Background: an optimization exercise with open tools, aiming at small area and few clock cycles per item. Do not read the settings as production practice. Only simulation tests tie the RTL to the original design; equivalence was not proved. Power is estimated from default activity; no workload was simulated.

--- flow/run.sh ---
#!/bin/bash
# synth_recipe.tcl (not shown) runs the flow's synth.tcl, then flattens the netlist and writes it again
# the make line also repeats each setting of config.mk as NAME=value (left out here)
make -C /OpenROAD-flow-scripts/flow DESIGN_CONFIG=/design/flow/config.mk WORK_HOME=/design/flow/orfs CLKGATE_MAP_FILE= SYNTH_SCRIPT=/design/flow/synth_recipe.tcl finish
--- flow/config.mk ---
export PLATFORM = sky130hd
export DESIGN_NAME = je_core
export DESIGN_NICKNAME = je_core
export VERILOG_FILES = /design/flow/design.v
export SDC_FILE = /design/flow/constraint.sdc
export NUM_CORES = 4
export LEC_CHECK = 0
export CAP_MARGIN = 20
export CORE_MARGIN = 2
export CORE_UTILIZATION = 40
export SLEW_MARGIN = 20
--- flow/constraint.sdc ---
create_clock -name core_clock -period 20.0 [get_ports {clk}]
set_input_delay 4.0000 -clock core_clock [delete_from_list [all_inputs] [get_ports {clk}]]
set_output_delay 4.0000 -clock core_clock [all_outputs]
set_load 0.01 [all_outputs]
--- flow/design.v ---
module je_core (
    input  wire        clk,
    input  wire        rst,         
    input  wire        in_valid,
    output wire        in_ready,
    input  wire [39:0] in_instr,    
    input  wire [9:0]  in_smp,      
    output reg         res_valid,
    output reg  [29:0] res_val,
    output wire [4:0]  res_flags    
);
    localparam OP_NOP  = 6'h00, OP_END  = 6'h01, OP_LDW  = 6'h02, OP_STW  = 6'h03,
               OP_LDI  = 6'h04, OP_MOV  = 6'h05, OP_ADD  = 6'h06, OP_SUB  = 6'h07,
               OP_ADDS = 6'h08, OP_SUBS = 6'h09, OP_AND  = 6'h0A, OP_OR   = 6'h0B,
               OP_XOR  = 6'h0C, OP_SHL  = 6'h0D, OP_SHR  = 6'h0E, OP_ASR  = 6'h0F,
               OP_CMP  = 6'h10, OP_MIN  = 6'h11, OP_MAX  = 6'h12, OP_SEL  = 6'h13,
               OP_MUL  = 6'h14, OP_MAC  = 6'h15, OP_ACLR = 6'h16, OP_ASHR = 6'h17,
               OP_AST  = 6'h18;
    localparam K_V = 4'h0, K_W = 4'h1, K_A = 4'h2, K_SMP = 4'h3;
    reg [159:0] v_q;      
    reg [119:0] a_q;      
    reg [639:0] w_q;      
    reg         fz_q, fn_q, fc_q, fv_q, fsat_q;
    reg         ph_q;     
    reg  [9:0]  wt_q;     
    wire [9:0] s0 = in_instr[9:0];
    wire [9:0] s1 = in_instr[19:10];
    wire [9:0] s2 = in_instr[29:20];
    wire [9:0] s3 = in_instr[39:30];
    wire [5:0] op = s0[9:4];
    wire       imm = s0[3];
    wire [2:0] m = s0[2:0];
    wire is_ldw  = (op == OP_LDW);
    wire is_stw  = (op == OP_STW);
    wire is_mac  = (op == OP_MAC);
    wire binop   = (op >= OP_ADD) && (op <= OP_MAC);    
    wire [9:0] qs  = is_stw ? s1 : s3;
    wire [3:0] k2  = s2[9:6];
    wire [3:0] kq  = qs[9:6];
    wire need2 = binop && !imm && (k2 == K_W) && (s3[9:6] == K_W);
    assign in_ready = !(need2 && !ph_q);
    wire go = in_valid && in_ready;
    wire [9:0]  v_p  = v_q[s2[3:0]*10 +: 10];
    wire [9:0]  v_qq = v_q[qs[3:0]*10 +: 10];
    wire [29:0] a_p  = a_q[s2[3:2]*30 +: 30];
    wire [29:0] a_qq = a_q[qs[3:2]*30 +: 30];
    wire [29:0] acc_d = a_q[s1[3:2]*30 +: 30];
    wire [29:0] acc_s = a_p;
    function [9:0] lane;
        input [29:0] a;
        input [1:0]  l;
        lane = (l == 2'd0) ? a[9:0] : (l == 2'd1) ? a[19:10] : a[29:20];
    endfunction
    function [12:0] radd12;           
        input [11:0] u, v;
        input        ci;
        reg c; integer k;
        begin
            c = ci;
            for (k = 0; k < 12; k = k + 1) begin
                radd12[k] = u[k] ^ v[k] ^ c;
                c = (u[k] & v[k]) | (c & (u[k] ^ v[k]));
            end
            radd12[12] = c;
        end
    endfunction
    function [30:0] radd30;           
        input [29:0] u, v;
        input        ci;
        reg c; integer k;
        begin
            c = ci;
            for (k = 0; k < 30; k = k + 1) begin
                radd30[k] = u[k] ^ v[k] ^ c;
                c = (u[k] & v[k]) | (c & (u[k] ^ v[k]));
            end
            radd30[30] = c;
        end
    endfunction
    function [29:0] rinc30;           
        input [29:0] u;
        input        ci;
        reg c; integer k;
        begin
            c = ci;
            for (k = 0; k < 30; k = k + 1) begin
                rinc30[k] = u[k] ^ c;
                c = u[k] & c;
            end
        end
    endfunction
    wire [5:0] idx   = (k2 == K_V) ? v_p[5:0] : 6'd0;
    wire [12:0] waddr_t = radd12({6'd0, idx}, {6'd0, s3[5:0]}, 1'b0);
    wire [5:0]  waddr   = waddr_t[5:0];
    wire       q_w   = (kq == K_W) && !imm;
    wire [5:0] wra   = is_ldw ? waddr :
                       (q_w && !(need2 && !ph_q)) ? qs[5:0] : s2[5:0];
    wire [9:0] w_rd  = w_q[wra*10 +: 10];
    reg [9:0] opa, qv;
    always @(*) begin
        case (k2)
            K_V:     opa = v_p;
            K_W:     opa = ph_q ? wt_q : w_rd;
            K_A:     opa = lane(a_p, s2[1:0]);
            K_SMP:   opa = in_smp;
            default: opa = 10'd0;
        endcase
        case (kq)
            K_V:     qv = v_qq;
            K_W:     qv = w_rd;
            K_A:     qv = lane(a_qq, qs[1:0]);
            K_SMP:   qv = in_smp;
            default: qv = 10'd0;
        endcase
    end
    wire [9:0] opb  = imm ? s3 : qv;
    wire [9:0] src1 = qv;
    reg cond_true;
    always @(*) begin
        case (s1[9:6])
            4'h0: cond_true = 1'b1;
            4'h1: cond_true = fz_q;
            4'h2: cond_true = !fz_q;
            4'h3: cond_true = fc_q;
            4'h4: cond_true = !fc_q;
            4'h5: cond_true = fn_q;
            4'h6: cond_true = !fn_q;
            4'h7: cond_true = fv_q;
            4'h8: cond_true = !fv_q;
            4'h9: cond_true = fc_q && !fz_q;
            4'hA: cond_true = !fc_q || fz_q;
            4'hB: cond_true = (fn_q == fv_q);
            4'hC: cond_true = (fn_q != fv_q);
            4'hD: cond_true = !fz_q && (fn_q == fv_q);
            4'hE: cond_true = fz_q || (fn_q != fv_q);
            default: cond_true = fsat_q;
        endcase
    end
    wire        u_mod = m[0];
    wire        satop = (op == OP_ADDS) || (op == OP_SUBS);
    wire        mmop  = (op == OP_MIN) || (op == OP_MAX);
    wire        sx    = (satop || mmop) && !u_mod;           
    wire        sub   = (op == OP_SUB) || (op == OP_CMP) || (op == OP_SUBS) || mmop;
    wire [11:0] ea    = {{2{sx & opa[9]}}, opa};
    wire [11:0] eb    = {{2{sx & opb[9]}}, opb} ^ {12{sub}};
    wire [12:0] t_c   = radd12(ea, eb, sub);
    wire [11:0] t     = t_c[11:0];
    wire [9:0]  r10   = t[9:0];
    wire        lt    = t[11];                                
    reg  [9:0]  sat_r;
    reg         sat_v;
    always @(*) begin
        if (u_mod) begin
            if (t[11])          begin sat_r = 10'd0;    sat_v = 1'b1; end
            else if (t[10])     begin sat_r = 10'h3FF;  sat_v = 1'b1; end
            else                begin sat_r = r10;      sat_v = 1'b0; end
        end else begin
            if (t[11] && !(t[10] && t[9]))      begin sat_r = 10'h200; sat_v = 1'b1; end
            else if (!t[11] && (t[10] || t[9])) begin sat_r = 10'h1FF; sat_v = 1'b1; end
            else                                begin sat_r = r10;     sat_v = 1'b0; end
        end
    end
    wire        is_shl = (op == OP_SHL);
    wire        is_asr = (op == OP_ASR);
    wire [9:0]  a_rev  = {opa[0], opa[1], opa[2], opa[3], opa[4], opa[5], opa[6], opa[7], opa[8], opa[9]};
    wire [9:0]  sh_in  = is_shl ? a_rev : opa;
    wire        sh_fill = is_asr & opa[9];
    wire [3:0]  sh_n   = (|opb[9:4]) ? 4'd15 : opb[3:0];
    wire [10:0] sh_y;                  
    wire [9:0]  sh_yr  = sh_y[10:1];
    wire [9:0]  sh_r   = is_shl ? {sh_yr[0], sh_yr[1], sh_yr[2], sh_yr[3], sh_yr[4], sh_yr[5], sh_yr[6], sh_yr[7], sh_yr[8], sh_yr[9]} : sh_yr;
    wire        sh_c   = sh_y[0];
    wire [1:0]  mode = m[1:0];
    wire        msa  = (mode != 2'b01) & opa[9];
    wire        msb  = (mode == 2'b00) & opb[9];
    wire [10:0] mx = {msa, opa};
    wire [10:0] my = {msb, opb};
    wire [30:0] mt_acc = is_mac ? {acc_d[29], acc_d} : 31'd0;
    wire [30:0] mt_ra, mt_rb;
    wire mt_pp0_0 = mx[0] & my[0];
    wire mt_pp0_1 = mx[0] & my[1];
    wire mt_pp0_2 = mx[0] & my[2];
    wire mt_pp0_3 = mx[0] & my[3];
    wire mt_pp0_4 = mx[0] & my[4];
    wire mt_pp0_5 = mx[0] & my[5];
    wire mt_pp0_6 = mx[0] & my[6];
    wire mt_pp0_7 = mx[0] & my[7];
    wire mt_pp0_8 = mx[0] & my[8];
    wire mt_pp0_9 = mx[0] & my[9];
    wire mt_pp0_10 = ~(mx[0] & my[10]);
    wire mt_pp1_0 = mx[1] & my[0];
    wire mt_pp1_1 = mx[1] & my[1];
    wire mt_pp1_2 = mx[1] & my[2];
    wire mt_pp1_3 = mx[1] & my[3];
    wire mt_pp1_4 = mx[1] & my[4];
    wire mt_pp1_5 = mx[1] & my[5];
    wire mt_pp1_6 = mx[1] & my[6];
    wire mt_pp1_7 = mx[1] & my[7];
    wire mt_pp1_8 = mx[1] & my[8];
    wire mt_pp1_9 = mx[1] & my[9];
    wire mt_pp1_10 = ~(mx[1] & my[10]);
    wire mt_pp2_0 = mx[2] & my[0];
    wire mt_pp2_1 = mx[2] & my[1];
    wire mt_pp2_2 = mx[2] & my[2];
    wire mt_pp2_3 = mx[2] & my[3];
    wire mt_pp2_4 = mx[2] & my[4];
    wire mt_pp2_5 = mx[2] & my[5];
    wire mt_pp2_6 = mx[2] & my[6];
    wire mt_pp2_7 = mx[2] & my[7];
    wire mt_pp2_8 = mx[2] & my[8];
    wire mt_pp2_9 = mx[2] & my[9];
    wire mt_pp2_10 = ~(mx[2] & my[10]);
    wire mt_pp3_0 = mx[3] & my[0];
    wire mt_pp3_1 = mx[3] & my[1];
    wire mt_pp3_2 = mx[3] & my[2];
    wire mt_pp3_3 = mx[3] & my[3];
    wire mt_pp3_4 = mx[3] & my[4];
    wire mt_pp3_5 = mx[3] & my[5];
    wire mt_pp3_6 = mx[3] & my[6];
    wire mt_pp3_7 = mx[3] & my[7];
    wire mt_pp3_8 = mx[3] & my[8];
    wire mt_pp3_9 = mx[3] & my[9];
    wire mt_pp3_10 = ~(mx[3] & my[10]);
    wire mt_pp4_0 = mx[4] & my[0];
    wire mt_pp4_1 = mx[4] & my[1];
    wire mt_pp4_2 = mx[4] & my[2];
    wire mt_pp4_3 = mx[4] & my[3];
    wire mt_pp4_4 = mx[4] & my[4];
    wire mt_pp4_5 = mx[4] & my[5];
    wire mt_pp4_6 = mx[4] & my[6];
    wire mt_pp4_7 = mx[4] & my[7];
    wire mt_pp4_8 = mx[4] & my[8];
    wire mt_pp4_9 = mx[4] & my[9];
    wire mt_pp4_10 = ~(mx[4] & my[10]);
    wire mt_pp5_0 = mx[5] & my[0];
    wire mt_pp5_1 = mx[5] & my[1];
    wire mt_pp5_2 = mx[5] & my[2];
    wire mt_pp5_3 = mx[5] & my[3];
    wire mt_pp5_4 = mx[5] & my[4];
    wire mt_pp5_5 = mx[5] & my[5];
    wire mt_pp5_6 = mx[5] & my[6];
    wire mt_pp5_7 = mx[5] & my[7];
    wire mt_pp5_8 = mx[5] & my[8];
    wire mt_pp5_9 = mx[5] & my[9];
    wire mt_pp5_10 = ~(mx[5] & my[10]);
    wire mt_pp6_0 = mx[6] & my[0];
    wire mt_pp6_1 = mx[6] & my[1];
    wire mt_pp6_2 = mx[6] & my[2];
    wire mt_pp6_3 = mx[6] & my[3];
    wire mt_pp6_4 = mx[6] & my[4];
    wire mt_pp6_5 = mx[6] & my[5];
    wire mt_pp6_6 = mx[6] & my[6];
    wire mt_pp6_7 = mx[6] & my[7];
    wire mt_pp6_8 = mx[6] & my[8];
    wire mt_pp6_9 = mx[6] & my[9];
    wire mt_pp6_10 = ~(mx[6] & my[10]);
    wire mt_pp7_0 = mx[7] & my[0];
    wire mt_pp7_1 = mx[7] & my[1];
    wire mt_pp7_2 = mx[7] & my[2];
    wire mt_pp7_3 = mx[7] & my[3];
    wire mt_pp7_4 = mx[7] & my[4];
    wire mt_pp7_5 = mx[7] & my[5];
    wire mt_pp7_6 = mx[7] & my[6];
    wire mt_pp7_7 = mx[7] & my[7];
    wire mt_pp7_8 = mx[7] & my[8];
    wire mt_pp7_9 = mx[7] & my[9];
    wire mt_pp7_10 = ~(mx[7] & my[10]);
    wire mt_pp8_0 = mx[8] & my[0];
    wire mt_pp8_1 = mx[8] & my[1];
    wire mt_pp8_2 = mx[8] & my[2];
    wire mt_pp8_3 = mx[8] & my[3];
    wire mt_pp8_4 = mx[8] & my[4];
    wire mt_pp8_5 = mx[8] & my[5];
    wire mt_pp8_6 = mx[8] & my[6];
    wire mt_pp8_7 = mx[8] & my[7];
    wire mt_pp8_8 = mx[8] & my[8];
    wire mt_pp8_9 = mx[8] & my[9];
    wire mt_pp8_10 = ~(mx[8] & my[10]);
    wire mt_pp9_0 = mx[9] & my[0];
    wire mt_pp9_1 = mx[9] & my[1];
    wire mt_pp9_2 = mx[9] & my[2];
    wire mt_pp9_3 = mx[9] & my[3];
    wire mt_pp9_4 = mx[9] & my[4];
    wire mt_pp9_5 = mx[9] & my[5];
    wire mt_pp9_6 = mx[9] & my[6];
    wire mt_pp9_7 = mx[9] & my[7];
    wire mt_pp9_8 = mx[9] & my[8];
    wire mt_pp9_9 = mx[9] & my[9];
    wire mt_pp9_10 = ~(mx[9] & my[10]);
    wire mt_pp10_0 = ~(mx[10] & my[0]);
    wire mt_pp10_1 = ~(mx[10] & my[1]);
    wire mt_pp10_2 = ~(mx[10] & my[2]);
    wire mt_pp10_3 = ~(mx[10] & my[3]);
    wire mt_pp10_4 = ~(mx[10] & my[4]);
    wire mt_pp10_5 = ~(mx[10] & my[5]);
    wire mt_pp10_6 = ~(mx[10] & my[6]);
    wire mt_pp10_7 = ~(mx[10] & my[7]);
    wire mt_pp10_8 = ~(mx[10] & my[8]);
    wire mt_pp10_9 = ~(mx[10] & my[9]);
    wire mt_pp10_10 = mx[10] & my[10];
    wire mt_s0 = mt_acc[8] ^ mt_pp8_0;
    wire mt_c0 = mt_acc[8] & mt_pp8_0;
    wire mt_s1 = mt_acc[9] ^ mt_pp9_0 ^ mt_pp8_1;
    wire mt_c1 = (mt_acc[9] & mt_pp9_0) | (mt_acc[9] & mt_pp8_1) | (mt_pp9_0 & mt_pp8_1);
    wire mt_s2 = mt_pp7_2 ^ mt_pp6_3;
    wire mt_c2 = mt_pp7_2 & mt_pp6_3;
    wire mt_s3 = mt_acc[10] ^ mt_pp10_0 ^ mt_pp9_1;
    wire mt_c3 = (mt_acc[10] & mt_pp10_0) | (mt_acc[10] & mt_pp9_1) | (mt_pp10_0 & mt_pp9_1);
    wire mt_s4 = mt_pp8_2 ^ mt_pp7_3 ^ mt_pp6_4;
    wire mt_c4 = (mt_pp8_2 & mt_pp7_3) | (mt_pp8_2 & mt_pp6_4) | (mt_pp7_3 & mt_pp6_4);
    wire mt_s5 = mt_pp5_5 ^ mt_pp4_6;
    wire mt_c5 = mt_pp5_5 & mt_pp4_6;
    wire mt_s6 = 1'b1 ^ mt_acc[11] ^ mt_pp10_1;
    wire mt_c6 = (1'b1 & mt_acc[11]) | (1'b1 & mt_pp10_1) | (mt_acc[11] & mt_pp10_1);
    wire mt_s7 = mt_pp9_2 ^ mt_pp8_3 ^ mt_pp7_4;
    wire mt_c7 = (mt_pp9_2 & mt_pp8_3) | (mt_pp9_2 & mt_pp7_4) | (mt_pp8_3 & mt_pp7_4);
    wire mt_s8 = mt_pp6_5 ^ mt_pp5_6 ^ mt_pp4_7;
    wire mt_c8 = (mt_pp6_5 & mt_pp5_6) | (mt_pp6_5 & mt_pp4_7) | (mt_pp5_6 & mt_pp4_7);
    wire mt_s9 = mt_acc[12] ^ mt_pp10_2 ^ mt_pp9_3;
    wire mt_c9 = (mt_acc[12] & mt_pp10_2) | (mt_acc[12] & mt_pp9_3) | (mt_pp10_2 & mt_pp9_3);
    wire mt_s10 = mt_pp8_4 ^ mt_pp7_5 ^ mt_pp6_6;
    wire mt_c10 = (mt_pp8_4 & mt_pp7_5) | (mt_pp8_4 & mt_pp6_6) | (mt_pp7_5 & mt_pp6_6);
    wire mt_s11 = mt_acc[13] ^ mt_pp10_3 ^ mt_pp9_4;
    wire mt_c11 = (mt_acc[13] & mt_pp10_3) | (mt_acc[13] & mt_pp9_4) | (mt_pp10_3 & mt_pp9_4);
    wire mt_s12 = mt_acc[5] ^ mt_pp5_0;
    wire mt_c12 = mt_acc[5] & mt_pp5_0;
    wire mt_s13 = mt_acc[6] ^ mt_pp6_0 ^ mt_pp5_1;
    wire mt_c13 = (mt_acc[6] & mt_pp6_0) | (mt_acc[6] & mt_pp5_1) | (mt_pp6_0 & mt_pp5_1);
    wire mt_s14 = mt_pp4_2 ^ mt_pp3_3;
    wire mt_c14 = mt_pp4_2 & mt_pp3_3;
    wire mt_s15 = mt_acc[7] ^ mt_pp7_0 ^ mt_pp6_1;
    wire mt_c15 = (mt_acc[7] & mt_pp7_0) | (mt_acc[7] & mt_pp6_1) | (mt_pp7_0 & mt_pp6_1);
    wire mt_s16 = mt_pp5_2 ^ mt_pp4_3 ^ mt_pp3_4;
    wire mt_c16 = (mt_pp5_2 & mt_pp4_3) | (mt_pp5_2 & mt_pp3_4) | (mt_pp4_3 & mt_pp3_4);
    wire mt_s17 = mt_pp2_5 ^ mt_pp1_6;
    wire mt_c17 = mt_pp2_5 & mt_pp1_6;
    wire mt_s18 = mt_pp7_1 ^ mt_pp6_2 ^ mt_pp5_3;
    wire mt_c18 = (mt_pp7_1 & mt_pp6_2) | (mt_pp7_1 & mt_pp5_3) | (mt_pp6_2 & mt_pp5_3);
    wire mt_s19 = mt_pp4_4 ^ mt_pp3_5 ^ mt_pp2_6;
    wire mt_c19 = (mt_pp4_4 & mt_pp3_5) | (mt_pp4_4 & mt_pp2_6) | (mt_pp3_5 & mt_pp2_6);
    wire mt_s20 = mt_pp1_7 ^ mt_pp0_8 ^ mt_s0;
    wire mt_c20 = (mt_pp1_7 & mt_pp0_8) | (mt_pp1_7 & mt_s0) | (mt_pp0_8 & mt_s0);
    wire mt_s21 = mt_pp5_4 ^ mt_pp4_5 ^ mt_pp3_6;
    wire mt_c21 = (mt_pp5_4 & mt_pp4_5) | (mt_pp5_4 & mt_pp3_6) | (mt_pp4_5 & mt_pp3_6);
    wire mt_s22 = mt_pp2_7 ^ mt_pp1_8 ^ mt_pp0_9;
    wire mt_c22 = (mt_pp2_7 & mt_pp1_8) | (mt_pp2_7 & mt_pp0_9) | (mt_pp1_8 & mt_pp0_9);
    wire mt_s23 = mt_s2 ^ mt_s1 ^ mt_c0;
    wire mt_c23 = (mt_s2 & mt_s1) | (mt_s2 & mt_c0) | (mt_s1 & mt_c0);
    wire mt_s24 = mt_pp3_7 ^ mt_pp2_8 ^ mt_pp1_9;
    wire mt_c24 = (mt_pp3_7 & mt_pp2_8) | (mt_pp3_7 & mt_pp1_9) | (mt_pp2_8 & mt_pp1_9);
    wire mt_s25 = mt_pp0_10 ^ mt_s5 ^ mt_s4;
    wire mt_c25 = (mt_pp0_10 & mt_s5) | (mt_pp0_10 & mt_s4) | (mt_s5 & mt_s4);
    wire mt_s26 = mt_s3 ^ mt_c2 ^ mt_c1;
    wire mt_c26 = (mt_s3 & mt_c2) | (mt_s3 & mt_c1) | (mt_c2 & mt_c1);
    wire mt_s27 = mt_pp3_8 ^ mt_pp2_9 ^ mt_pp1_10;
    wire mt_c27 = (mt_pp3_8 & mt_pp2_9) | (mt_pp3_8 & mt_pp1_10) | (mt_pp2_9 & mt_pp1_10);
    wire mt_s28 = mt_s8 ^ mt_s7 ^ mt_s6;
    wire mt_c28 = (mt_s8 & mt_s7) | (mt_s8 & mt_s6) | (mt_s7 & mt_s6);
    wire mt_s29 = mt_c5 ^ mt_c4 ^ mt_c3;
    wire mt_c29 = (mt_c5 & mt_c4) | (mt_c5 & mt_c3) | (mt_c4 & mt_c3);
    wire mt_s30 = mt_pp5_7 ^ mt_pp4_8 ^ mt_pp3_9;
    wire mt_c30 = (mt_pp5_7 & mt_pp4_8) | (mt_pp5_7 & mt_pp3_9) | (mt_pp4_8 & mt_pp3_9);
    wire mt_s31 = mt_pp2_10 ^ mt_s10 ^ mt_s9;
    wire mt_c31 = (mt_pp2_10 & mt_s10) | (mt_pp2_10 & mt_s9) | (mt_s10 & mt_s9);
    wire mt_s32 = mt_c8 ^ mt_c7 ^ mt_c6;
    wire mt_c32 = (mt_c8 & mt_c7) | (mt_c8 & mt_c6) | (mt_c7 & mt_c6);
    wire mt_s33 = mt_pp8_5 ^ mt_pp7_6 ^ mt_pp6_7;
    wire mt_c33 = (mt_pp8_5 & mt_pp7_6) | (mt_pp8_5 & mt_pp6_7) | (mt_pp7_6 & mt_pp6_7);
    wire mt_s34 = mt_pp5_8 ^ mt_pp4_9 ^ mt_pp3_10;
    wire mt_c34 = (mt_pp5_8 & mt_pp4_9) | (mt_pp5_8 & mt_pp3_10) | (mt_pp4_9 & mt_pp3_10);
    wire mt_s35 = mt_s11 ^ mt_c10 ^ mt_c9;
    wire mt_c35 = (mt_s11 & mt_c10) | (mt_s11 & mt_c9) | (mt_c10 & mt_c9);
    wire mt_s36 = mt_acc[14] ^ mt_pp10_4 ^ mt_pp9_5;
    wire mt_c36 = (mt_acc[14] & mt_pp10_4) | (mt_acc[14] & mt_pp9_5) | (mt_pp10_4 & mt_pp9_5);
    wire mt_s37 = mt_pp8_6 ^ mt_pp7_7 ^ mt_pp6_8;
    wire mt_c37 = (mt_pp8_6 & mt_pp7_7) | (mt_pp8_6 & mt_pp6_8) | (mt_pp7_7 & mt_pp6_8);
    wire mt_s38 = mt_pp5_9 ^ mt_pp4_10 ^ mt_c11;
    wire mt_c38 = (mt_pp5_9 & mt_pp4_10) | (mt_pp5_9 & mt_c11) | (mt_pp4_10 & mt_c11);
    wire mt_s39 = mt_acc[15] ^ mt_pp10_5 ^ mt_pp9_6;
    wire mt_c39 = (mt_acc[15] & mt_pp10_5) | (mt_acc[15] & mt_pp9_6) | (mt_pp10_5 & mt_pp9_6);
    wire mt_s40 = mt_pp8_7 ^ mt_pp7_8 ^ mt_pp6_9;
    wire mt_c40 = (mt_pp8_7 & mt_pp7_8) | (mt_pp8_7 & mt_pp6_9) | (mt_pp7_8 & mt_pp6_9);
    wire mt_s41 = mt_acc[16] ^ mt_pp10_6 ^ mt_pp9_7;
    wire mt_c41 = (mt_acc[16] & mt_pp10_6) | (mt_acc[16] & mt_pp9_7) | (mt_pp10_6 & mt_pp9_7);
    wire mt_s42 = mt_acc[3] ^ mt_pp3_0;
    wire mt_c42 = mt_acc[3] & mt_pp3_0;
    wire mt_s43 = mt_acc[4] ^ mt_pp4_0 ^ mt_pp3_1;
    wire mt_c43 = (mt_acc[4] & mt_pp4_0) | (mt_acc[4] & mt_pp3_1) | (mt_pp4_0 & mt_pp3_1);
    wire mt_s44 = mt_pp2_2 ^ mt_pp1_3;
    wire mt_c44 = mt_pp2_2 & mt_pp1_3;
    wire mt_s45 = mt_pp4_1 ^ mt_pp3_2 ^ mt_pp2_3;
    wire mt_c45 = (mt_pp4_1 & mt_pp3_2) | (mt_pp4_1 & mt_pp2_3) | (mt_pp3_2 & mt_pp2_3);
    wire mt_s46 = mt_pp1_4 ^ mt_pp0_5 ^ mt_s12;
    wire mt_c46 = (mt_pp1_4 & mt_pp0_5) | (mt_pp1_4 & mt_s12) | (mt_pp0_5 & mt_s12);
    wire mt_s47 = mt_pp2_4 ^ mt_pp1_5 ^ mt_pp0_6;
    wire mt_c47 = (mt_pp2_4 & mt_pp1_5) | (mt_pp2_4 & mt_pp0_6) | (mt_pp1_5 & mt_pp0_6);
    wire mt_s48 = mt_s14 ^ mt_s13 ^ mt_c12;
    wire mt_c48 = (mt_s14 & mt_s13) | (mt_s14 & mt_c12) | (mt_s13 & mt_c12);
    wire mt_s49 = mt_pp0_7 ^ mt_s17 ^ mt_s16;
    wire mt_c49 = (mt_pp0_7 & mt_s17) | (mt_pp0_7 & mt_s16) | (mt_s17 & mt_s16);
    wire mt_s50 = mt_s15 ^ mt_c14 ^ mt_c13;
    wire mt_c50 = (mt_s15 & mt_c14) | (mt_s15 & mt_c13) | (mt_c14 & mt_c13);
    wire mt_s51 = mt_s20 ^ mt_s19 ^ mt_s18;
    wire mt_c51 = (mt_s20 & mt_s19) | (mt_s20 & mt_s18) | (mt_s19 & mt_s18);
    wire mt_s52 = mt_c17 ^ mt_c16 ^ mt_c15;
    wire mt_c52 = (mt_c17 & mt_c16) | (mt_c17 & mt_c15) | (mt_c16 & mt_c15);
    wire mt_s53 = mt_s23 ^ mt_s22 ^ mt_s21;
    wire mt_c53 = (mt_s23 & mt_s22) | (mt_s23 & mt_s21) | (mt_s22 & mt_s21);
    wire mt_s54 = mt_c20 ^ mt_c19 ^ mt_c18;
    wire mt_c54 = (mt_c20 & mt_c19) | (mt_c20 & mt_c18) | (mt_c19 & mt_c18);
    wire mt_s55 = mt_s26 ^ mt_s25 ^ mt_s24;
    wire mt_c55 = (mt_s26 & mt_s25) | (mt_s26 & mt_s24) | (mt_s25 & mt_s24);
    wire mt_s56 = mt_c23 ^ mt_c22 ^ mt_c21;
    wire mt_c56 = (mt_c23 & mt_c22) | (mt_c23 & mt_c21) | (mt_c22 & mt_c21);
    wire mt_s57 = mt_s29 ^ mt_s28 ^ mt_s27;
    wire mt_c57 = (mt_s29 & mt_s28) | (mt_s29 & mt_s27) | (mt_s28 & mt_s27);
    wire mt_s58 = mt_c26 ^ mt_c25 ^ mt_c24;
    wire mt_c58 = (mt_c26 & mt_c25) | (mt_c26 & mt_c24) | (mt_c25 & mt_c24);
    wire mt_s59 = mt_s32 ^ mt_s31 ^ mt_s30;
    wire mt_c59 = (mt_s32 & mt_s31) | (mt_s32 & mt_s30) | (mt_s31 & mt_s30);
    wire mt_s60 = mt_c29 ^ mt_c28 ^ mt_c27;
    wire mt_c60 = (mt_c29 & mt_c28) | (mt_c29 & mt_c27) | (mt_c28 & mt_c27);
    wire mt_s61 = mt_s35 ^ mt_s34 ^ mt_s33;
    wire mt_c61 = (mt_s35 & mt_s34) | (mt_s35 & mt_s33) | (mt_s34 & mt_s33);
    wire mt_s62 = mt_c32 ^ mt_c31 ^ mt_c30;
    wire mt_c62 = (mt_c32 & mt_c31) | (mt_c32 & mt_c30) | (mt_c31 & mt_c30);
    wire mt_s63 = mt_s38 ^ mt_s37 ^ mt_s36;
    wire mt_c63 = (mt_s38 & mt_s37) | (mt_s38 & mt_s36) | (mt_s37 & mt_s36);
    wire mt_s64 = mt_c35 ^ mt_c34 ^ mt_c33;
    wire mt_c64 = (mt_c35 & mt_c34) | (mt_c35 & mt_c33) | (mt_c34 & mt_c33);
    wire mt_s65 = mt_pp5_10 ^ mt_s40 ^ mt_s39;
    wire mt_c65 = (mt_pp5_10 & mt_s40) | (mt_pp5_10 & mt_s39) | (mt_s40 & mt_s39);
    wire mt_s66 = mt_c38 ^ mt_c37 ^ mt_c36;
    wire mt_c66 = (mt_c38 & mt_c37) | (mt_c38 & mt_c36) | (mt_c37 & mt_c36);
    wire mt_s67 = mt_pp8_8 ^ mt_pp7_9 ^ mt_pp6_10;
    wire mt_c67 = (mt_pp8_8 & mt_pp7_9) | (mt_pp8_8 & mt_pp6_10) | (mt_pp7_9 & mt_pp6_10);
    wire mt_s68 = mt_s41 ^ mt_c40 ^ mt_c39;
    wire mt_c68 = (mt_s41 & mt_c40) | (mt_s41 & mt_c39) | (mt_c40 & mt_c39);
    wire mt_s69 = mt_acc[17] ^ mt_pp10_7 ^ mt_pp9_8;
    wire mt_c69 = (mt_acc[17] & mt_pp10_7) | (mt_acc[17] & mt_pp9_8) | (mt_pp10_7 & mt_pp9_8);
    wire mt_s70 = mt_pp8_9 ^ mt_pp7_10 ^ mt_c41;
    wire mt_c70 = (mt_pp8_9 & mt_pp7_10) | (mt_pp8_9 & mt_c41) | (mt_pp7_10 & mt_c41);
    wire mt_s71 = mt_acc[18] ^ mt_pp10_8 ^ mt_pp9_9;
    wire mt_c71 = (mt_acc[18] & mt_pp10_8) | (mt_acc[18] & mt_pp9_9) | (mt_pp10_8 & mt_pp9_9);
    wire mt_s72 = mt_acc[2] ^ mt_pp2_0;
    wire mt_c72 = mt_acc[2] & mt_pp2_0;
    wire mt_s73 = mt_pp2_1 ^ mt_pp1_2 ^ mt_pp0_3;
    wire mt_c73 = (mt_pp2_1 & mt_pp1_2) | (mt_pp2_1 & mt_pp0_3) | (mt_pp1_2 & mt_pp0_3);
    wire mt_s74 = mt_pp0_4 ^ mt_s44 ^ mt_s43;
    wire mt_c74 = (mt_pp0_4 & mt_s44) | (mt_pp0_4 & mt_s43) | (mt_s44 & mt_s43);
    wire mt_s75 = mt_s46 ^ mt_s45 ^ mt_c44;
    wire mt_c75 = (mt_s46 & mt_s45) | (mt_s46 & mt_c44) | (mt_s45 & mt_c44);
    wire mt_s76 = mt_s48 ^ mt_s47 ^ mt_c46;
    wire mt_c76 = (mt_s48 & mt_s47) | (mt_s48 & mt_c46) | (mt_s47 & mt_c46);
    wire mt_s77 = mt_s50 ^ mt_s49 ^ mt_c48;
    wire mt_c77 = (mt_s50 & mt_s49) | (mt_s50 & mt_c48) | (mt_s49 & mt_c48);
    wire mt_s78 = mt_s52 ^ mt_s51 ^ mt_c50;
    wire mt_c78 = (mt_s52 & mt_s51) | (mt_s52 & mt_c50) | (mt_s51 & mt_c50);
    wire mt_s79 = mt_s54 ^ mt_s53 ^ mt_c52;
    wire mt_c79 = (mt_s54 & mt_s53) | (mt_s54 & mt_c52) | (mt_s53 & mt_c52);
    wire mt_s80 = mt_s56 ^ mt_s55 ^ mt_c54;
    wire mt_c80 = (mt_s56 & mt_s55) | (mt_s56 & mt_c54) | (mt_s55 & mt_c54);
    wire mt_s81 = mt_s58 ^ mt_s57 ^ mt_c56;
    wire mt_c81 = (mt_s58 & mt_s57) | (mt_s58 & mt_c56) | (mt_s57 & mt_c56);
    wire mt_s82 = mt_s60 ^ mt_s59 ^ mt_c58;
    wire mt_c82 = (mt_s60 & mt_s59) | (mt_s60 & mt_c58) | (mt_s59 & mt_c58);
    wire mt_s83 = mt_s62 ^ mt_s61 ^ mt_c60;
    wire mt_c83 = (mt_s62 & mt_s61) | (mt_s62 & mt_c60) | (mt_s61 & mt_c60);
    wire mt_s84 = mt_s64 ^ mt_s63 ^ mt_c62;
    wire mt_c84 = (mt_s64 & mt_s63) | (mt_s64 & mt_c62) | (mt_s63 & mt_c62);
    wire mt_s85 = mt_s66 ^ mt_s65 ^ mt_c64;
    wire mt_c85 = (mt_s66 & mt_s65) | (mt_s66 & mt_c64) | (mt_s65 & mt_c64);
    wire mt_s86 = mt_s68 ^ mt_s67 ^ mt_c66;
    wire mt_c86 = (mt_s68 & mt_s67) | (mt_s68 & mt_c66) | (mt_s67 & mt_c66);
    wire mt_s87 = mt_s70 ^ mt_s69 ^ mt_c68;
    wire mt_c87 = (mt_s70 & mt_s69) | (mt_s70 & mt_c68) | (mt_s69 & mt_c68);
    wire mt_s88 = mt_pp8_10 ^ mt_s71 ^ mt_c70;
    wire mt_c88 = (mt_pp8_10 & mt_s71) | (mt_pp8_10 & mt_c70) | (mt_s71 & mt_c70);
    wire mt_s89 = mt_acc[19] ^ mt_pp10_9 ^ mt_pp9_10;
    wire mt_c89 = (mt_acc[19] & mt_pp10_9) | (mt_acc[19] & mt_pp9_10) | (mt_pp10_9 & mt_pp9_10);
    wire mt_s90 = mt_acc[1] ^ mt_pp1_0;
    wire mt_c90 = mt_acc[1] & mt_pp1_0;
    wire mt_s91 = mt_pp1_1 ^ mt_pp0_2 ^ mt_s72;
    wire mt_c91 = (mt_pp1_1 & mt_pp0_2) | (mt_pp1_1 & mt_s72) | (mt_pp0_2 & mt_s72);
    wire mt_s92 = mt_s42 ^ mt_s73 ^ mt_c72;
    wire mt_c92 = (mt_s42 & mt_s73) | (mt_s42 & mt_c72) | (mt_s73 & mt_c72);
    wire mt_s93 = mt_c42 ^ mt_s74 ^ mt_c73;
    wire mt_c93 = (mt_c42 & mt_s74) | (mt_c42 & mt_c73) | (mt_s74 & mt_c73);
    wire mt_s94 = mt_c43 ^ mt_s75 ^ mt_c74;
    wire mt_c94 = (mt_c43 & mt_s75) | (mt_c43 & mt_c74) | (mt_s75 & mt_c74);
    wire mt_s95 = mt_c45 ^ mt_s76 ^ mt_c75;
    wire mt_c95 = (mt_c45 & mt_s76) | (mt_c45 & mt_c75) | (mt_s76 & mt_c75);
    wire mt_s96 = mt_c47 ^ mt_s77 ^ mt_c76;
    wire mt_c96 = (mt_c47 & mt_s77) | (mt_c47 & mt_c76) | (mt_s77 & mt_c76);
    wire mt_s97 = mt_c49 ^ mt_s78 ^ mt_c77;
    wire mt_c97 = (mt_c49 & mt_s78) | (mt_c49 & mt_c77) | (mt_s78 & mt_c77);
    wire mt_s98 = mt_c51 ^ mt_s79 ^ mt_c78;
    wire mt_c98 = (mt_c51 & mt_s79) | (mt_c51 & mt_c78) | (mt_s79 & mt_c78);
    wire mt_s99 = mt_c53 ^ mt_s80 ^ mt_c79;
    wire mt_c99 = (mt_c53 & mt_s80) | (mt_c53 & mt_c79) | (mt_s80 & mt_c79);
    wire mt_s100 = mt_c55 ^ mt_s81 ^ mt_c80;
    wire mt_c100 = (mt_c55 & mt_s81) | (mt_c55 & mt_c80) | (mt_s81 & mt_c80);
    wire mt_s101 = mt_c57 ^ mt_s82 ^ mt_c81;
    wire mt_c101 = (mt_c57 & mt_s82) | (mt_c57 & mt_c81) | (mt_s82 & mt_c81);
    wire mt_s102 = mt_c59 ^ mt_s83 ^ mt_c82;
    wire mt_c102 = (mt_c59 & mt_s83) | (mt_c59 & mt_c82) | (mt_s83 & mt_c82);
    wire mt_s103 = mt_c61 ^ mt_s84 ^ mt_c83;
    wire mt_c103 = (mt_c61 & mt_s84) | (mt_c61 & mt_c83) | (mt_s84 & mt_c83);
    wire mt_s104 = mt_c63 ^ mt_s85 ^ mt_c84;
    wire mt_c104 = (mt_c63 & mt_s85) | (mt_c63 & mt_c84) | (mt_s85 & mt_c84);
    wire mt_s105 = mt_c65 ^ mt_s86 ^ mt_c85;
    wire mt_c105 = (mt_c65 & mt_s86) | (mt_c65 & mt_c85) | (mt_s86 & mt_c85);
    wire mt_s106 = mt_c67 ^ mt_s87 ^ mt_c86;
    wire mt_c106 = (mt_c67 & mt_s87) | (mt_c67 & mt_c86) | (mt_s87 & mt_c86);
    wire mt_s107 = mt_c69 ^ mt_s88 ^ mt_c87;
    wire mt_c107 = (mt_c69 & mt_s88) | (mt_c69 & mt_c87) | (mt_s88 & mt_c87);
    wire mt_s108 = mt_c71 ^ mt_s89 ^ mt_c88;
    wire mt_c108 = (mt_c71 & mt_s89) | (mt_c71 & mt_c88) | (mt_s89 & mt_c88);
    wire mt_s109 = mt_acc[20] ^ mt_pp10_10 ^ mt_c89;
    wire mt_c109 = (mt_acc[20] & mt_pp10_10) | (mt_acc[20] & mt_c89) | (mt_pp10_10 & mt_c89);
    wire mt_s110 = 1'b1 ^ mt_acc[21];
    wire mt_c110 = 1'b1 & mt_acc[21];
    wire mt_s111 = 1'b1 ^ mt_acc[22];
    wire mt_c111 = 1'b1 & mt_acc[22];
    wire mt_s112 = 1'b1 ^ mt_acc[23];
    wire mt_c112 = 1'b1 & mt_acc[23];
    wire mt_s113 = 1'b1 ^ mt_acc[24];
    wire mt_c113 = 1'b1 & mt_acc[24];
    wire mt_s114 = 1'b1 ^ mt_acc[25];
    wire mt_c114 = 1'b1 & mt_acc[25];
    wire mt_s115 = 1'b1 ^ mt_acc[26];
    wire mt_c115 = 1'b1 & mt_acc[26];
    wire mt_s116 = 1'b1 ^ mt_acc[27];
    wire mt_c116 = 1'b1 & mt_acc[27];
    wire mt_s117 = 1'b1 ^ mt_acc[28];
    wire mt_c117 = 1'b1 & mt_acc[28];
    wire mt_s118 = 1'b1 ^ mt_acc[29];
    wire mt_c118 = 1'b1 & mt_acc[29];
    wire mt_s119 = 1'b1 ^ mt_acc[30];
    wire mt_c119 = 1'b1 & mt_acc[30];
    assign mt_ra = {mt_c118, mt_c117, mt_c116, mt_c115, mt_c114, mt_c113, mt_c112, mt_c111, mt_c110, mt_c109, mt_c108, mt_c107, mt_c106, mt_c105, mt_c104, mt_c103, mt_c102, mt_c101, mt_c100, mt_c99, mt_c98, mt_c97, mt_c96, mt_c95, mt_c94, mt_c93, mt_c92, mt_c91, mt_c90, mt_s90, mt_pp0_0};
    assign mt_rb = {mt_s119, mt_s118, mt_s117, mt_s116, mt_s115, mt_s114, mt_s113, mt_s112, mt_s111, mt_s110, mt_s109, mt_s108, mt_s107, mt_s106, mt_s105, mt_s104, mt_s103, mt_s102, mt_s101, mt_s100, mt_s99, mt_s98, mt_s97, mt_s96, mt_s95, mt_s94, mt_s93, mt_s92, mt_s91, mt_pp0_1, mt_acc[0]};
    function [31:0] rblk;             
        input [30:0] u, v;
        input integer lo, hi;
        reg c; integer k;
        begin
            rblk = 32'd0; c = 1'b0;
            for (k = lo; k <= hi; k = k + 1) begin
                rblk[k] = u[k] ^ v[k] ^ c;
                c = (u[k] & v[k]) | (c & (u[k] ^ v[k]));
            end
            rblk[31] = c;
        end
    endfunction
    function [31:0] iblk;             
        input [31:0] x;
        input integer lo, hi;
        reg c; integer k;
        begin
            iblk = x; c = 1'b1;
            for (k = lo; k <= hi; k = k + 1) begin
                iblk[k] = x[k] ^ c;
                c = x[k] & c;
            end
            iblk[31] = x[31] | c;
        end
    endfunction
    wire [31:0] cs_b0  = rblk(mt_ra, mt_rb, 0, 9);
    wire [31:0] cs_b1  = rblk(mt_ra, mt_rb, 10, 19);
    wire [31:0] cs_b1i = iblk(cs_b1, 10, 19);
    wire [31:0] cs_b2  = rblk(mt_ra, mt_rb, 20, 30);
    wire [31:0] cs_b2i = iblk(cs_b2, 20, 30);
    wire        cs_c10 = cs_b0[31];
    wire        cs_c20 = cs_c10 ? cs_b1i[31] : cs_b1[31];
    wire [30:0] mac_c  = {cs_c20 ? cs_b2i[30:20] : cs_b2[30:20],
                          cs_c10 ? cs_b1i[19:10] : cs_b1[19:10],
                          cs_b0[9:0]};
    wire [29:0] prod30 = mac_c[29:0];           
    wire        mac_hi = !mac_c[30] && mac_c[29];
    wire        mac_lo = mac_c[30] && !mac_c[29];
    wire [29:0] mac_t  = mac_c[29:0];
    wire [29:0] mac_r  = mac_hi ? 30'h1FFFFFFF : mac_lo ? 30'h20000000 : mac_t[29:0];
    wire [4:0]  ashr_k = ((|opb[9:5]) || (opb[4:0] > 5'd28)) ? 5'd29 : opb[4:0];
    wire        is_ashr = (op == OP_ASHR);
    wire [4:0]  sh_amt = is_ashr ? ashr_k : {1'b0, sh_n};
    wire [30:0] sh_src = is_ashr ? {acc_d, 1'b0} : {sh_in, 21'd0};
    wire        sh_f   = is_ashr ? acc_d[29] : sh_fill;
    wire [61:0] sh_e   = {{31{sh_f}}, sh_src};
    wire [30:0] ashr_s = sh_e[sh_amt +: 31];
    assign      sh_y   = ashr_s[30:20];
    wire [29:0] ashr_r = rinc30(ashr_s[30:1], m[0] & ashr_s[0]);
    reg  [9:0]  ast_r;
    reg         ast_v;
    always @(*) begin
        if (u_mod) begin
            if (acc_s[29])                         begin ast_r = 10'd0;      ast_v = 1'b1; end
            else if (acc_s[28:10] != 19'd0)        begin ast_r = 10'd1023;   ast_v = 1'b1; end
            else                                   begin ast_r = acc_s[9:0]; ast_v = 1'b0; end
        end else begin
            if (acc_s[29] && !(&acc_s[28:9]))      begin ast_r = 10'h200;    ast_v = 1'b1; end
            else if (!acc_s[29] && (|acc_s[28:9])) begin ast_r = 10'h1FF;    ast_v = 1'b1; end
            else                                   begin ast_r = acc_s[9:0]; ast_v = 1'b0; end
        end
    end
    wire [29:0] ldi_r = u_mod ? {10'd0, s2, s3} : {{10{s2[9]}}, s2, s3};
    reg        wr_v, wr_a, wr_w, end_visit;
    reg [9:0]  word_r;
    reg [29:0] acc_r;
    reg        nz_w, nz_a;
    reg        c_wr, v_wr;
    reg        c_new, v_new;
    reg        sat_or;
    always @(*) begin
        wr_v = 1'b0; wr_a = 1'b0; wr_w = 1'b0; end_visit = 1'b0;
        word_r = 10'd0; acc_r = 30'd0;
        nz_w = 1'b0; nz_a = 1'b0;
        c_wr = 1'b0; v_wr = 1'b0; c_new = 1'b0; v_new = 1'b0;
        sat_or = 1'b0;
        case (op)
            OP_END:  end_visit = 1'b1;
            OP_LDW:  begin wr_v = 1'b1; word_r = w_rd; nz_w = 1'b1; end
            OP_STW:  begin wr_w = 1'b1; word_r = src1; end
            OP_LDI:  begin wr_a = 1'b1; acc_r = ldi_r; end
            OP_MOV:  begin wr_v = 1'b1; word_r = opb; nz_w = 1'b1; end
            OP_ADD:  begin
                wr_v = 1'b1; word_r = r10; nz_w = 1'b1;
                c_wr = 1'b1; c_new = t[10];
                v_wr = 1'b1; v_new = (opa[9] == opb[9]) && (r10[9] != opa[9]);
            end
            OP_SUB, OP_CMP: begin
                wr_v = (op == OP_SUB); word_r = r10; nz_w = 1'b1;
                c_wr = 1'b1; c_new = !lt;
                v_wr = 1'b1; v_new = (opa[9] != opb[9]) && (r10[9] != opa[9]);
            end
            OP_ADDS, OP_SUBS: begin
                wr_v = 1'b1; word_r = sat_r; nz_w = 1'b1;
                c_wr = 1'b1; v_wr = 1'b1; v_new = sat_v; sat_or = 1'b1;
            end
            OP_AND:  begin wr_v = 1'b1; word_r = opa & opb; nz_w = 1'b1; c_wr = 1'b1; v_wr = 1'b1; end
            OP_OR:   begin wr_v = 1'b1; word_r = opa | opb; nz_w = 1'b1; c_wr = 1'b1; v_wr = 1'b1; end
            OP_XOR:  begin wr_v = 1'b1; word_r = opa ^ opb; nz_w = 1'b1; c_wr = 1'b1; v_wr = 1'b1; end
            OP_SHL, OP_SHR, OP_ASR: begin
                wr_v = 1'b1; word_r = sh_r; nz_w = 1'b1; c_wr = 1'b1; c_new = sh_c; v_wr = 1'b1;
            end
            OP_MIN:  begin wr_v = 1'b1; word_r = lt ? opa : opb; nz_w = 1'b1; c_wr = 1'b1; v_wr = 1'b1; end
            OP_MAX:  begin wr_v = 1'b1; word_r = lt ? opb : opa; nz_w = 1'b1; c_wr = 1'b1; v_wr = 1'b1; end
            OP_SEL:  begin wr_v = 1'b1; word_r = cond_true ? opa : opb; end
            OP_MUL:  begin wr_a = 1'b1; acc_r = prod30; nz_a = 1'b1; end
            OP_MAC:  begin
                wr_a = 1'b1; acc_r = mac_r; nz_a = 1'b1;
                v_wr = 1'b1; v_new = mac_hi || mac_lo; sat_or = 1'b1;
            end
            OP_ACLR: begin wr_a = 1'b1; acc_r = 30'd0; end
            OP_ASHR: begin wr_a = 1'b1; acc_r = ashr_r; nz_a = 1'b1; end
            OP_AST:  begin
                wr_v = 1'b1; word_r = ast_r; nz_w = 1'b1;
                v_wr = 1'b1; v_new = ast_v; sat_or = 1'b1;
            end
            default: ;
        endcase
    end
    wire fz_n   = end_visit ? 1'b0 : nz_w ? (word_r == 10'd0) : nz_a ? (acc_r == 30'd0) : fz_q;
    wire fn_n   = end_visit ? 1'b0 : nz_w ? word_r[9] : nz_a ? acc_r[29] : fn_q;
    wire fc_n   = end_visit ? 1'b0 : c_wr ? c_new : fc_q;
    wire fv_n   = end_visit ? 1'b0 : v_wr ? v_new : fv_q;
    wire fsat_n = end_visit ? 1'b0 : fsat_q | (sat_or & v_new);
    wire        clr_va = rst || (go && end_visit);
    wire [9:0]  vdat   = clr_va ? 10'd0 : word_r;
    wire [29:0] adat   = clr_va ? 30'd0 : acc_r;
    wire [9:0]  wdat   = rst ? 10'd0 : word_r;
    genvar gi;
    generate
        for (gi = 0; gi < 16; gi = gi + 1) begin : g_v
            always @(posedge clk)
                if (clr_va || (go && wr_v && s1[3:0] == gi))
                    v_q[gi*10 +: 10] <= vdat;
        end
        for (gi = 0; gi < 4; gi = gi + 1) begin : g_a
            always @(posedge clk)
                if (clr_va || (go && wr_a && s1[3:2] == gi))
                    a_q[gi*30 +: 30] <= adat;
        end
        for (gi = 0; gi < 64; gi = gi + 1) begin : g_w
            always @(posedge clk)
                if (rst || (go && wr_w && waddr == gi))
                    w_q[gi*10 +: 10] <= wdat;
        end
    endgenerate
    always @(posedge clk) begin
        if (rst) begin
            fz_q   <= 1'b0;
            fn_q   <= 1'b0;
            fc_q   <= 1'b0;
            fv_q   <= 1'b0;
            fsat_q <= 1'b0;
        end else if (go) begin
            fz_q   <= fz_n;
            fn_q   <= fn_n;
            fc_q   <= fc_n;
            fv_q   <= fv_n;
            fsat_q <= fsat_n;
        end
    end
    assign res_flags = {fsat_q, fv_q, fc_q, fn_q, fz_q};
    always @(posedge clk) begin
        if (rst) ph_q <= 1'b0;
        else     ph_q <= in_valid && need2 && !ph_q;
        wt_q <= w_rd;
    end
    always @(posedge clk) begin
        res_valid <= !rst && go;
        res_val   <= wr_a ? acc_r : (wr_v || wr_w) ? {20'd0, word_r} : 30'd0;
    end
endmodule
==> flow_results.org, run 1 <==
** Floorplan
- Die outline height :: 368 microns
- Number of placement rows :: 133
- After floorplanning, the core was sized to cover 132000 sq um.
- The die is 368 microns wide.
- For this configuration, the core starts out at a cell density of 40.4%.
- For this design the top-level I/O count stands at 90.
- Die Area :: 136000 sq um

** Timing
- Final-report max-slew violation count :: 0
- Unrepaired setup endpoints after global routing :: false
- Clock skew :: 42.7 ps
- For this run, the top clock speed supported by timing is 51.7 MHz.
- Crit path time final :: 19350 ps
- For the pin with the worst max-slew slack, the measured transition is 1190 ps.
- Fin crit share :: 96.7%
- The final hold violation count came to 0.
- Headroom to the max-slew limit came out at 20.2%.
- Setup violations remaining at the end of the flow were counted as 0.

** Synth
- For this run, the register share of the synthesized area comes to 53.8%.
- Number of enable flip-flop cells after synthesis :: 920
- After synthesis, the mean cell area works out to 12.2 sq um.
- By area, the combinational part of the netlist is dominated by compound AO/OA/AOI/OAI gates.
- Synthesis handed over a netlist of 4360 instances.
- The synthesized netlist devotes 0.330% of its cell area to XOR and XNOR gates.
- Mux contribution to synthesized area :: 9.12%
- The synthesized design contains 967 register bits.
- Of all flip-flops after synthesis, the portion carrying an async set or reset was 0%.
- Of the total synthesized cell area, the portion taken by AND, OR, NAND and NOR gates is 12.2%.
- Number of nets produced by synthesis :: 4637
- For this run, the number of Yosys warnings is 1.
- Share of synthesized cell area in full adder, half adder and majority cells :: 7.26%
- Post-synthesis cell area :: 53100 sq um
- In the synthesized netlist the dominant register cell turns out to be edfxtp_1.
- The synthesized netlist devotes 13.0% of its cell area to compound gates.
- The number of different library cells used by synthesis comes to 126.

** Placement
- Placer's final routability congestion estimate :: 1.03
- Detailed placement ended at an HPWL of 143000 microns.
- Input/output buffers :: 88
- Once placement finished, the instance area stood at 58800 sq um.
- Inst Count DP :: 6346

** Clocking
- TritonCTS sink count :: 967
- # hold bufs at CTS :: 0
- Clock-pin slew was measured on the worst setup and hold paths at 70 ps.
- H-Tree Depth :: 3
- TritonCTS built the clock tree.
- TritonCTS buffer count :: 103
- Max Root-Sink Buffers :: 3
- In this run the clock root is driven by a clkbuf_16.
- Clock latency of the later-clocked register in the worst-skew pair :: 720 ps

** Power and ir drop
- Worst voltage drop across the vdd grid :: 78.9 uV
- Total power density per cell area :: 85.2 nW/um^2
- In this run the static leakage power is 23.6 nW.

** GRT
- Entering global routing, the biggest net connects 77 pins.
- The first global-routing pass estimated 282000 microns of wire.
- After global routing the overflow that remains totals 0.
- Global-route usage over all layers :: 28.7%
- Vias in the first global route :: 38.6k
- Antenna violations before repair :: 3

** Detailed routing
- The first detailed-routing pass ran for 6 iterations.
- Using the TritonRoute via totals, the vias-per-cell ratio works out to 6.17.
- Summing over every cut layer, the via total after detailed routing is 40.4k.
- Antenna violation net count after detailed routing :: 0
- WL/cell :: 30.2 microns
- The routed design has 198000 microns of wire.
- In this run, the number of DRC markers left after iteration 0 of detailed routing was 5213.
- Final routed DRC violation total :: 0

** Setup path
- Slowest library cell on the worst path :: fa_1
- In this design, the critical path's most frequently occurring cell is fa_1.
- Maximum fanout count along the critical path :: 11
- At the worst endpoint, the arrival time is 20020 ps.
- The largest single stage delay on the critical path is 570 ps.
- By startpoint and endpoint, the worst setup path is classified as input port to register.
- At the worst endpoint, the required time is 20670 ps.
- The worst setup path is captured at a register.
- Critical path launch point type :: input port

** Layout
- The filler cells instantiated in the layout total 11.8k.
- For this run, the post-layout net count is 4975.
- End-of-flow core utilization :: 47.3%
- After routing the design area is 62300 sq um.
- Relative to the synthesized area, the layout overhead comes to 17.2%.
- The finished layout holds 6539 standard cells, fillers aside.
- Of the cells placed in the final design, the portion with a size suffix greater than 1 is 19.4%.

** Run status
- Run status :: complete, no violations

** Worst hold path
- The path class of the tightest hold or removal check is register to register.

** Job
- Max-cap violations in this run came to 0.
[power breakdown]
group,switching [mW],internal (mW)
Clock,0.821,1.08
Combinational,0.653,0.362
Sequential,0.0396,2.35
Total,1.51,3.79
[cells in the mapped netlist, drive strengths merged, types with 10 or more instances]
cell type	number	area share, %
buf	152	1.9
a32oi	15	0.25
nor2b	31	0.37
nor2	217	1.6
dfxtp	47	1.8
nand3	136	1.3
nand2b	21	0.25
a22oi	56	0.79
mux2	23	0.50
and2	20	0.24
a221oi	28	0.51
inv	186	1.3
a31oi	64	0.77
nand4	37	0.45
a221o	10	0.19
clkbuf	162	1.1
a311oi	27	0.45
edfxtp	920	52
ha	84	2.0
o31ai	18	0.29
a211oi	158	2.3
a21oi	216	2.0
or2	14	0.16
fa	140	5.3
xnor2	16	0.26
o21bai	58	0.82
or4	12	0.18
o2111ai	10	0.19
o22ai	12	0.14
nand2	636	4.5
a2111oi	17	0.29
mux4	149	6.3
or3	12	0.17
nor4	22	0.29
o211ai	37	0.56
mux2i	119	2.3
a211o	21	0.35
o21ai	122	1.2
nor3	39	0.40
o21a	13	0.18
and3	153	1.8
a21o	32	0.47
[area by class of cell]
cell class	instances	area [sq um]	share of cell area, %
diodes	2	5.00	0.00804
clock buffers	130	2820	4.54
clock inverters	59	527	0.846
inverters	190	714	1.15
multi-input cells	2889	22600	36.4
flip-flops and latches	967	28600	45.9
well taps	1755	2200	3.53
repair buffers	547	4770	7.67
[cells by family after synthesis]
kind of cell    Yosys count
xor+xnor                 20
flops                   967
simple gates           1372
mux                     291
fa+ha+maj               224
compound gates          982
buf+inv                 504
[final timing paths]
path / depth (start not counted) / to / startpoint / slack (ps)
setup / recovery: 56 / fz_q / in_instr[20] / 650
hold / removal: 1 / fsat_q / fsat_q / 620
setup reg to reg: 55 / fz_q / v_q[110] / 3780
hold reg to reg: 1 / fsat_q / fsat_q / 620
[cells in the final DEF (no fill, tap or decap), types with 84 or more instances in the layout]
cell / Yosys / routed
fa_1: 140 / 140
nand2_1: 631 / 629
and3_1: 153 / 153
ha_1: 84 / 84
edfxtp_1: 920 / 920
inv_1: 180 / 180
clkbuf_16: 0 / 107
buf_4: 38 / 426
a21oi_1: 214 / 211
mux2i_1: 116 / 115
a211oi_1: 155 / 155
mux4_2: 149 / 149
o21ai_0: 112 / 91
nor2_1: 211 / 206
nand3_1: 135 / 135
[stage by stage]
step / hold WS [ps] / setup slack, ps / setup TNS, ps / power, mW
after floorplan: 457 / 147 / 0 / 2.96
after global placement: 608 / -190 / -190 / 3.41
after detailed placement: 615 / -352 / -352 / 3.42
after CTS: 625 / 433 / 0 / 5.30
after global routing: 630 / 66.9 / 0 / 5.46
final: 620 / 650 / 0 / 5.30
[worst max-delay path: cells and delay by family]
| kind | cells | cell delay, ps |
|---|---|---|
| multiplexers | 3 | 1420 |
| AND/OR/NAND/NOR | 15 | 3210 |
| buffers and inverters | 11 | 1160 |
| adder cells (fa/ha/maj) | 21 | 8700 |
| AO/OA/AOI/OAI | 6 | 1480 |
[repair_timing]
action,4_1_cts,5_1_grt
buffers inserted,0,1
gates resized for setup,0,4
setup endpoints to repair,0,1
[per-layer routing]
layer | up-vias | wire length, microns | global-route usage, %
li1 | 17262 | - | -
met1 | 20395 | 76700 | 37.8
met2 | 2259 | 90600 | 45.4
met3 | 437 | 18300 | 5.40
met4 | 4 | 12200 | 14.9
met5 | - | 30 | 0
[registers in the layout, summed over array words and instances (netlist names)]
register   cells
w_q          640
v_q          160
a_q          120
res_val       30
wt_q          10
fc_q           1
fn_q           1
fsat_q         1
fv_q           1
fz_q           1
ph_q           1
res_valid      1
Testbench counts, summed over its fixed seeds: cycles 24,284, items 24,000.
==> run 2, diff against run 1 <==
--- a/flow/config.mk
+++ b/flow/config.mk
@@ -7,5 +7,6 @@
 export LEC_CHECK = 0
 export CAP_MARGIN = 20
 export CORE_MARGIN = 2
-export CORE_UTILIZATION = 40
+export CORE_UTILIZATION = 60
+export CTS_CLUSTER_SIZE = 30
 export SLEW_MARGIN = 20
==> run 2 against run 1 <==
Against the previous run: non-clock buffer count fell by 34; fmax fell by 0.80%; flip-flop and latch count did not move; largest cell class unchanged; combinational power barely moved; global-route usage rose by 13 points; register-to-register slack got worse by 170 ps; critical path type unchanged; power fell by 2.0%; sequential power barely moved; hold slack improved by 16 ps; synthesized cell count did not move; first-iteration DRC count rose by 8.7%; sequential share of layout area rose by 1.0 points.
==> flow_results.org, run 2 <==
** Synth
- Total of warnings raised by yosys :: 1
- In this run, synthesis produced a sequential element count of 967.
- Number of nets produced by synthesis :: 4637
- Summed over its instances, the top area cell type makes up 52.0% of the synthesized netlist area.
- The biggest area contributor in the post-synthesis netlist is edfxtp_1.
- Number of enable flip-flop cells after synthesis :: 920
- The mapped netlist covers 53100 sq um.
- Commonest cells in the synthesized netlist :: 920 x edfxtp_1, 631 x nand2_1, 214 x a21oi_1
- Share of flip-flops with an asynchronous set or reset after synthesis :: 0%
- Synth top area cells :: edfxtp_1 52%, mux4_2 6.3%, fa_1 5.3%
- In the synthesized netlist, the number of instances is 4360.
- Netlist cell types :: 126
- Most instantiated flip-flop cell in the synthesis netlist :: edfxtp_1
- Seq/Total Area, Yosys :: 53.8%
- After synthesis, the mean cell area works out to 12.2 sq um.
- Top-count cell post-synth :: edfxtp_1

** Clocking
- TritonCTS buffer count :: 99
- No sink is reached through more buffers than the 3 on the longest clock path.
- TritonCTS built the clock tree.
- For this design, the CTS-stage hold fixing added 0 buffers.
- Clock root buffer :: clkbuf_16
- Clock latency of the later-clocked register in the worst-skew pair :: 720 ps
- Clock-pin slew was measured on the worst setup and hold paths at 70 ps.
- The H-tree was split into 3 levels.
- TritonCTS sink count :: 967

** Layout
- In the final design database the tool counted 4937 nets.
- Flip-flop count of the largest register after layout :: 640
- The area growth from synthesis to layout is 14.6%.
- Commonest non-fill, non-tap cell in the layout :: edfxtp_1
- The finished cells cover 60900 sq um.
- ANT cells :: 0
- Counting the fill cells in the layout gives 6457.
- The multi-input combinational cells in the finished layout cover a total of 22600 sq um.
- FF+latch area :: 28600 sq um
- Largest register by flop count :: w_q
- Leading cell types in the layout, fill and taps excluded :: 920 x edfxtp_1, 629 x nand2_1, 402 x buf_4
- The post-route netlist has 18.6% of its cells at a drive strength greater than 1.
- Largest registers in the final layout :: w_q (640), v_q (160), a_q (120)

** Detailed routing
- Via count :: 40.8k
- Vias per Instance :: 6.90
- Final routed DRC violation total :: 0
- After detailed routing, the average wire length per cell comes to 32.1 microns.
- Iteration count of the initial detailed-routing pass :: 8
- For this block, the routed nets add up to 190000 microns of wire.
- Initial detailed-routing violation count :: 5668
- The count of nets left with antenna violations once routing finished came out at 0.

** Worst hold path
- Counting instances, the worst hold path has a depth of 1.
- Type of the worst min-delay path :: register to register

** Timing
- For the pin with the worst max-slew slack, the measured transition is 1180 ps.
- Based on the critical path, the design can be clocked at up to 51.3 MHz.
- Crit path time final :: 19510 ps
- Measured against its own limit, the worst slew margin works out to 19.4%.
- Setup violations remaining at the end of the flow were counted as 0.
- Worst-case hold slack :: 636 ps
- Across all setup checks in the final design, the least slack found is 494 ps.
- Fin crit share :: 97.5%
- The total count of max-transition violations in the final report came to 0.
- Between clock sinks in the finished design, the worst skew comes to 52.3 ps.
- Unrepaired setup endpoints after global routing :: false
- The final hold violation count is 0.

** Setup path
- Delay-heaviest family, CP :: adder cells
- Data on the critical path is required at its endpoint by 20660 ps.
- Startpoint of the worst register-to-register path :: v_q[120]
- The critical path runs through a total of 57 cells.
- Arrival @ worst endpoint :: 20170 ps
- Slack of the worst reg-to-reg path :: 3610 ps
- The worst register-to-register path has a depth of 56.
- In this design, the stage delay of the slowest critical-path cell is 570 ps.
- STA classifies the critical path endpoint as a register.
- Critical path launch point type :: input port
- Buf+Inv Stages, Crit Path :: 13
- Slowest library cell on the worst path :: mux4_2
- The most critical setup path has its endpoint at fz_q.
- The cell that appears most often on the critical path is fa_1.
- The endpoint identified for the worst register-to-register timing path is fz_q.
- The critical path is of the input port to register type.
- Critical path launch point :: in_instr[20]
- Of all nets on the critical path, the largest fanout is 9.

** Placement
- HPWL Detailed :: 136000 microns
- At the end of routability-driven placement, the weighted congestion stood at 1.03.
- Standard cell area after detailed placement :: 57700 sq um
- Input/output buffers :: 88
- Setup slack at placement :: -36.1 ps

** Floorplan
- The die covers 90900 sq um.
- Die outline height :: 302 microns
- Placeable core region :: 88100 sq um
- Number of placement rows :: 109
- The initial utilization of the core area, before any placement, comes to 60.3%.
- # IOs :: 90
- Width of the die :: 302 microns

** Power and ir drop
- Leakage Power :: 23.3 nW
- IR analysis of the VDD net gives a maximum drop of 92.9 uV.
- Total power density per cell area :: 85.3 nW/um^2

** GRT
- The initial antenna violation count was 0.
- Largest net degree at the start of global routing :: 86
- Leftover overflow at the end of global routing :: 0
- The number of global-route vias before repair came to 38.5k.
- Global-route wire length before repair :: 270000 microns
- Global routing used 41.7% of the available tracks across all layers.

** Job
- Total of max-cap violations :: 0

** Run status
- Run status :: complete, no violations
[run 2: layout make-up]
type,instances,share of cell area [%]
clock inverters,54,0.906
flip-flops and latches,967,46.9
well taps,1165,2.39
multi-input cells,2889,37.2
repair buffers,513,7.16
inverters,190,1.17
clock buffers,126,4.27
[run 2: report_power, final]
group	internal [mW]	switching (mW)	total (mW)	leakage [nW]
clock	1.03	0.789	1.82	1.53
sequential	2.35	0.0418	2.39	9.85
combinational	0.359	0.632	0.991	11.9
total	3.73	1.46	5.19	23.3
[run 2: how the worst min path moves through the flow]
| stage | slack [ps] | end | start |
|---|---|---|---|
| 3_3_place_gp | 620 | fsat_q | fsat_q |
| 4_1_cts | 630 | fsat_q | fsat_q |
| 6_report | 640 | fsat_q | fsat_q |
| 3_5_place_dp | 620 | fsat_q | fsat_q |
| 5_1_grt | 640 | fsat_q | fsat_q |
| 2_1_floorplan | 460 | fsat_q | fsat_q |
[run 2: metal layers]
layer / global-route usage [%] / vias up / share of wire, %
met4: 28.4 / 0 / 8.4
met5: 0 / - / 0
li1: - / 17150 / -
met2: 65.4 / 2789 / 46
met3: 7.27 / 639 / 10
met1: 53.5 / 20187 / 35
[run 2: repair_timing]
action	in CTS	in global routing
gates resized for setup	0	3
endpoints found under the setup margin	0	1
buffers inserted	0	0
[run 2: through the flow]
| step | instances | util (%) | power [mW] | setup TNS, ps |
|---|---|---|---|---|
| after floorplan | 4360 | - | 2.96 | 0 |
| after global placement | 5722 | 65.4 | 3.37 | 0 |
| after detailed placement | 5723 | 65.5 | 3.39 | -36.1 |
| after CTS | 5903 | 69.0 | 5.17 | 0 |
| after global routing | 5904 | 69.1 | 5.33 | 0 |
| final | 5904 | 69.1 | 5.19 | 0 |
[run 2: logic make-up (layout without fill, tap and decap cells)]
group                      after synthesis  count (layout)  synth area share [%]
DFF                                    967             967                  53.8
muxes                                  291             291                  9.12
adders and majority gates              224             224                  7.26
and+or+nand+nor                       1372            1372                  12.2
xor gates and xnor gates                20              20                 0.330
buffers and inverters                  504             883                  4.36
AOI/OAI and AO/OA                      982             982                  13.0

==> port drivers added, routing unchanged <==
Ports are ideal in the flow. The routed layouts listed here were re-timed in OpenROAD. Step 1, drivers: a clkbuf_16 drives clk and a buf_2 each remaining input, both assumed. Step 2 times the ports against the registers' clock, not the clock port: input delays grow and output delays shrink by t, the midpoint of the rising clock arrivals with the driver on. Three values: ideal, step 1, step 2; two values: the first two.
run	t (ns)	setup slack, ns	worst hold slack (ns)	cell pins on the clock port's net
run 1	0.777	0.650 / 0.599 / -0.178	0.620 / 0.620 / 0.620	1
run 2	0.769	0.494 / 0.539 / -0.230	0.636 / 0.636 / 0.636	1
With both steps, setup timing fails in run 1 and run 2, where it was met with ideal ports. The setup slack of run 1, which loses most, moves by -0.051 ns with the drivers and by -0.828 ns with both steps.
